This is an optimization exercise on Yosys and OpenROAD, whose aim is small area, a short achievable clock period and few clock cycles per item, not a production implementation.
RTL that was checked went through simulation tests only; none was proved equivalent to the original.
Power figures rest on the tool's default switching activity, not on a simulated workload.

==> module pne_envelope, before the edit <==
module pne_envelope (
    input              clk,
    input              rst,          
    input              in_valid,
    output             in_ready,
    input      [127:0] in_entry,     
    input      [31:0]  in_value,     
    input      [31:0]  in_vs,        
    input      [15:0]  in_age,       
    input      [4:0]   in_width,     
    output reg         out_valid,
    output reg [31:0]  out_value,    
    output reg [2:0]   out_status
);
    localparam ST_ACCEPT  = 3'd0,    
               ST_CLIP    = 3'd1,    
               ST_HOLDOFF = 3'd2,    
               ST_REFUSE  = 3'd3,    
               ST_RECORD  = 3'd4;    
    assign in_ready = 1'b1;
    wire [16:0] t_in       = {1'b0, in_age} - {5'd0, in_entry[20:9]};
    wire        lapsed_in  = (in_entry[20:9] != 12'd0) && !t_in[16] && (t_in[15:0] != 16'd0);
    wire        holdoff_in = lapsed_in && (t_in[15:5] == 11'd0) && (t_in[4:0] <= in_entry[8:4]);
    reg         s0_valid;
    reg [31:0]  s0_min, s0_max, s0_fs;
    reg [7:0]   s0_step_m;
    reg [2:0]   s0_step_e;
    reg [1:0]   s0_mode, s0_format;
    reg [31:0]  s0_value;
    reg [31:0]  s0_vs;
    reg [11:0]  s0_k;
    reg         s0_lapsed, s0_holdoff;
    reg [4:0]   s0_width;
    reg [31:0]  s0_wmask;
    reg         s0_v_top, s0_vs_top, s0_fs_top;    
    always @(posedge clk) begin
        if (rst)
            s0_valid <= 1'b0;
        else
            s0_valid <= in_valid;
        s0_min     <= in_entry[127:96];
        s0_max     <= in_entry[95:64];
        s0_fs      <= in_entry[63:32];
        s0_step_m  <= in_entry[31:24];
        s0_step_e  <= in_entry[23:21];
        s0_mode    <= in_entry[3:2];
        s0_format  <= in_entry[1:0];
        s0_value   <= in_value;
        s0_vs      <= in_vs;
        s0_k       <= in_age[11:0] | {12{|in_age[15:12]}};
        s0_lapsed  <= lapsed_in;
        s0_holdoff <= holdoff_in;
        s0_width   <= in_width;
        s0_wmask   <= 32'hFFFF_FFFF >> (~in_width);
        s0_v_top   <= in_value[in_width];
        s0_vs_top  <= in_vs[in_width];
        s0_fs_top  <= in_entry[32 + in_width];
    end
    wire [31:0] e_min    = s0_min;
    wire [31:0] e_max    = s0_max;
    wire [7:0]  e_step_m = s0_step_m;
    wire [2:0]  e_step_e = s0_step_e;
    wire [1:0]  e_mode   = s0_mode;
    wire [1:0]  e_format = s0_format;
    wire        lapsed   = s0_lapsed;
    wire        holdoff  = s0_holdoff;
    wire is_num    = ~e_format[1];
    wire is_signed = ~e_format[1] & e_format[0];
    wire is_mask   = e_format[1] & ~e_format[0];
    wire [31:0] wmask = s0_wmask;
    wire [19:0] p_age = e_step_m * s0_k;
    wire [19:0] p     = lapsed ? {12'd0, e_step_m} : p_age;
    wire [31:0] base_raw = lapsed ? s0_fs : s0_vs;
    wire        v_sign   = is_signed & s0_v_top;
    wire        b_sign   = is_signed & (lapsed ? s0_fs_top : s0_vs_top);
    wire [32:0] num  = {v_sign, (s0_value & wmask) | ({32{v_sign}} & ~wmask)};
    wire [32:0] base = {b_sign, (base_raw & wmask) | ({32{b_sign}} & ~wmask)};
    wire [32:0] lo0  = {is_signed & e_min[31], e_min};
    wire [32:0] hi0  = {is_signed & e_max[31], e_max};
    wire below_0 = {~num[32], num[31:0]} < {~lo0[32], lo0[31:0]};
    wire above_0 = {~num[32], num[31:0]} > {~hi0[32], hi0[31:0]};
    wire [33:0] xd  = {num[32], num} - {base[32], base};
    wire        neg = xd[33];
    wire [33:0] yd_lo = {base[32], base} - {lo0[32], lo0};
    wire [33:0] yd_hi = {hi0[32], hi0} - {base[32], base};
    wire [33:0] yd    = below_0 ? yd_lo : yd_hi;
    wire [31:0] v_mask  = (s0_value & ~e_min) | e_max;
    wire        mask_ch = |(wmask & ((s0_value & e_min & ~e_max) | (e_max & ~s0_value)));
    wire        refuse_v = holdoff | (e_mode != 2'd0);
    wire [31:0] alt_v    = refuse_v ? s0_vs : (is_num ? (below_0 ? e_min : e_max) : v_mask);
    reg         s1_valid;
    reg [19:0]  s1_p;
    reg [2:0]   s1_step_e;
    reg         s1_step_nz;
    reg [31:0]  s1_mxd;
    reg         s1_neg;
    reg [31:0]  s1_yd;
    reg         s1_ypos;
    reg [31:0]  s1_base;
    reg [31:0]  s1_alt;
    reg [31:0]  s1_value;
    reg [4:0]   s1_width;
    reg         s1_holdoff;
    reg         s1_is_num;
    reg         s1_mask_viol;
    reg [1:0]   s1_mode;
    reg         s1_below_0;
    reg         s1_above_0;
    always @(posedge clk) begin
        if (rst)
            s1_valid <= 1'b0;
        else
            s1_valid <= s0_valid;
        s1_p         <= p;
        s1_step_e    <= e_step_e;
        s1_step_nz   <= (e_step_m != 8'd0);
        s1_mxd       <= xd[31:0] ^ {32{neg}};
        s1_neg       <= neg;
        s1_yd        <= yd[31:0];
        s1_ypos      <= ~yd[33];
        s1_base      <= base[31:0];
        s1_alt       <= alt_v;
        s1_value     <= s0_value;
        s1_width     <= s0_width;
        s1_holdoff   <= holdoff;
        s1_is_num    <= is_num;
        s1_mask_viol <= is_mask & mask_ch;
        s1_mode      <= e_mode;
        s1_below_0   <= below_0;
        s1_above_0   <= above_0;
    end
    wire [47:0] d       = {28'd0, s1_p} << {s1_step_e, 2'b00};
    wire        step_on = s1_step_nz && (d[47:32] == 16'd0);
    wire [31:0] d32     = d[31:0];
    wire far   = step_on & ({s1_mxd, s1_neg} > {d32, 1'b0});
    wire below = s1_below_0 | (far & s1_neg);
    wire above = s1_above_0 | (far & ~s1_neg);
    wire win   = step_on & s1_ypos & (s1_yd > d32);
    wire use_bound = (below ? s1_below_0 : s1_above_0) & ~win;
    wire        side_lo = s1_below_0 | s1_neg;
    wire [31:0] edge_v  = side_lo ? s1_base - d32 : s1_base + d32;
    wire viol = s1_is_num ? (below | above) : s1_mask_viol;
    wire [31:0] wmask2 = 32'hFFFF_FFFF >> (~s1_width);
    reg [31:0] res_value;
    reg [2:0]  res_status;
    always @* begin
        if (s1_holdoff) begin
            res_status = ST_HOLDOFF;
            res_value  = s1_alt;
        end else if (viol) begin
            if (s1_mode == 2'd0) begin
                res_status = ST_CLIP;
                res_value  = (s1_is_num & ~use_bound) ? edge_v : s1_alt;
            end else begin
                res_status = (s1_mode == 2'd2) ? ST_RECORD : ST_REFUSE;
                res_value  = s1_alt;
            end
        end else begin
            res_status = ST_ACCEPT;
            res_value  = s1_value;
        end
    end
    always @(posedge clk) begin
        if (rst)
            out_valid <= 1'b0;
        else
            out_valid <= s1_valid;
        out_value  <= res_value & wmask2;
        out_status <= res_status;
    end
endmodule
==> flow/config.mk <==
export PLATFORM = sky130hd
export DESIGN_NAME = pne_envelope
export DESIGN_NICKNAME = pne_envelope
export VERILOG_FILES = /design/flow/design.v
export SDC_FILE = /design/flow/constraint.sdc
export NUM_CORES = 4
export LEC_CHECK = 0
export CAP_MARGIN = 20
export CORE_MARGIN = 2
export CORE_UTILIZATION = 40
export PLACE_DENSITY = 0.6
export SLEW_MARGIN = 20
==> flow/constraint.sdc <==
create_clock -name core_clock -period 17.0 [get_ports {clk}]
set_input_delay 3.4000 -clock core_clock [delete_from_list [all_inputs] [get_ports {clk}]]
set_output_delay 3.4000 -clock core_clock [all_outputs]
set_load 0.01 [all_outputs]
run.sh (not shown) runs the stock make flow with config.mk's settings and CLKGATE_MAP_FILE= SYNTH_SCRIPT=/design/flow/synth_recipe.tcl, a recipe that flattens the netlist after the stock synthesis.
Testbench counts at the start, summed over its fixed seeds: cycles 24,024, items 24,000.
Then changed:
--- a/flow/design.v
+++ b/flow/design.v
@@ -74,14 +74,14 @@
     wire        v_sign   = is_signed & s0_v_top;
     wire        b_sign   = is_signed & (lapsed ? s0_fs_top : s0_vs_top);
     wire [32:0] num  = {v_sign, (s0_value & wmask) | ({32{v_sign}} & ~wmask)};
     wire [32:0] base = {b_sign, (base_raw & wmask) | ({32{b_sign}} & ~wmask)};
     wire [32:0] lo0  = {is_signed & e_min[31], e_min};
     wire [32:0] hi0  = {is_signed & e_max[31], e_max};
-    wire below_0 = {~num[32], num[31:0]} < {~lo0[32], lo0[31:0]};
-    wire above_0 = {~num[32], num[31:0]} > {~hi0[32], hi0[31:0]};
+    wire below_0 = $signed(num) < $signed(lo0);
+    wire above_0 = $signed(num) > $signed(hi0);
     wire [33:0] xd  = {num[32], num} - {base[32], base};
     wire        neg = xd[33];
     wire [33:0] yd_lo = {base[32], base} - {lo0[32], lo0};
     wire [33:0] yd_hi = {hi0[32], hi0} - {base[32], base};
     wire [33:0] yd    = below_0 ? yd_lo : yd_hi;
     wire [31:0] v_mask  = (s0_value & ~e_min) | e_max;
Effect: Combinational power climbs by a few percent. Clock-buffer cell count went down by 2. Design area hardly moves. Die area hardly moves. Total power rose by a few percent.
No functional check of the RTL was part of the second run of this note.

[afterwards: timing with drivers on the ports]
No port has a modelled driver above. Below, the same layouts with a new extraction and two added sets of constraints. Step 1 assumes that a clkbuf_16 drives the clock port and a buf_2 every other input. Step 2 adds t to the input delays and takes it off the output delays; t is the mean of the earliest and latest rising clock arrival at the registers after step 1. Input paths then give back, and output paths get back, about the clock's delay inside the block. a / b / c = ideal ports / drivers / drivers and shift; a / b = the first two.
run | shift t [ns] | setup WS [ns] | worst setup path at the end
the first run | 0.681 | 10.826 / 10.826 / 10.459 | input to register
the second run | 0.675 | 11.013 / 11.013 / 10.441 | input to register
After both steps every run listed still meets setup and hold. For the second run, which loses most, drivers alone change the setup slack by 0.000 ns; drivers and shift together by -0.572 ns.
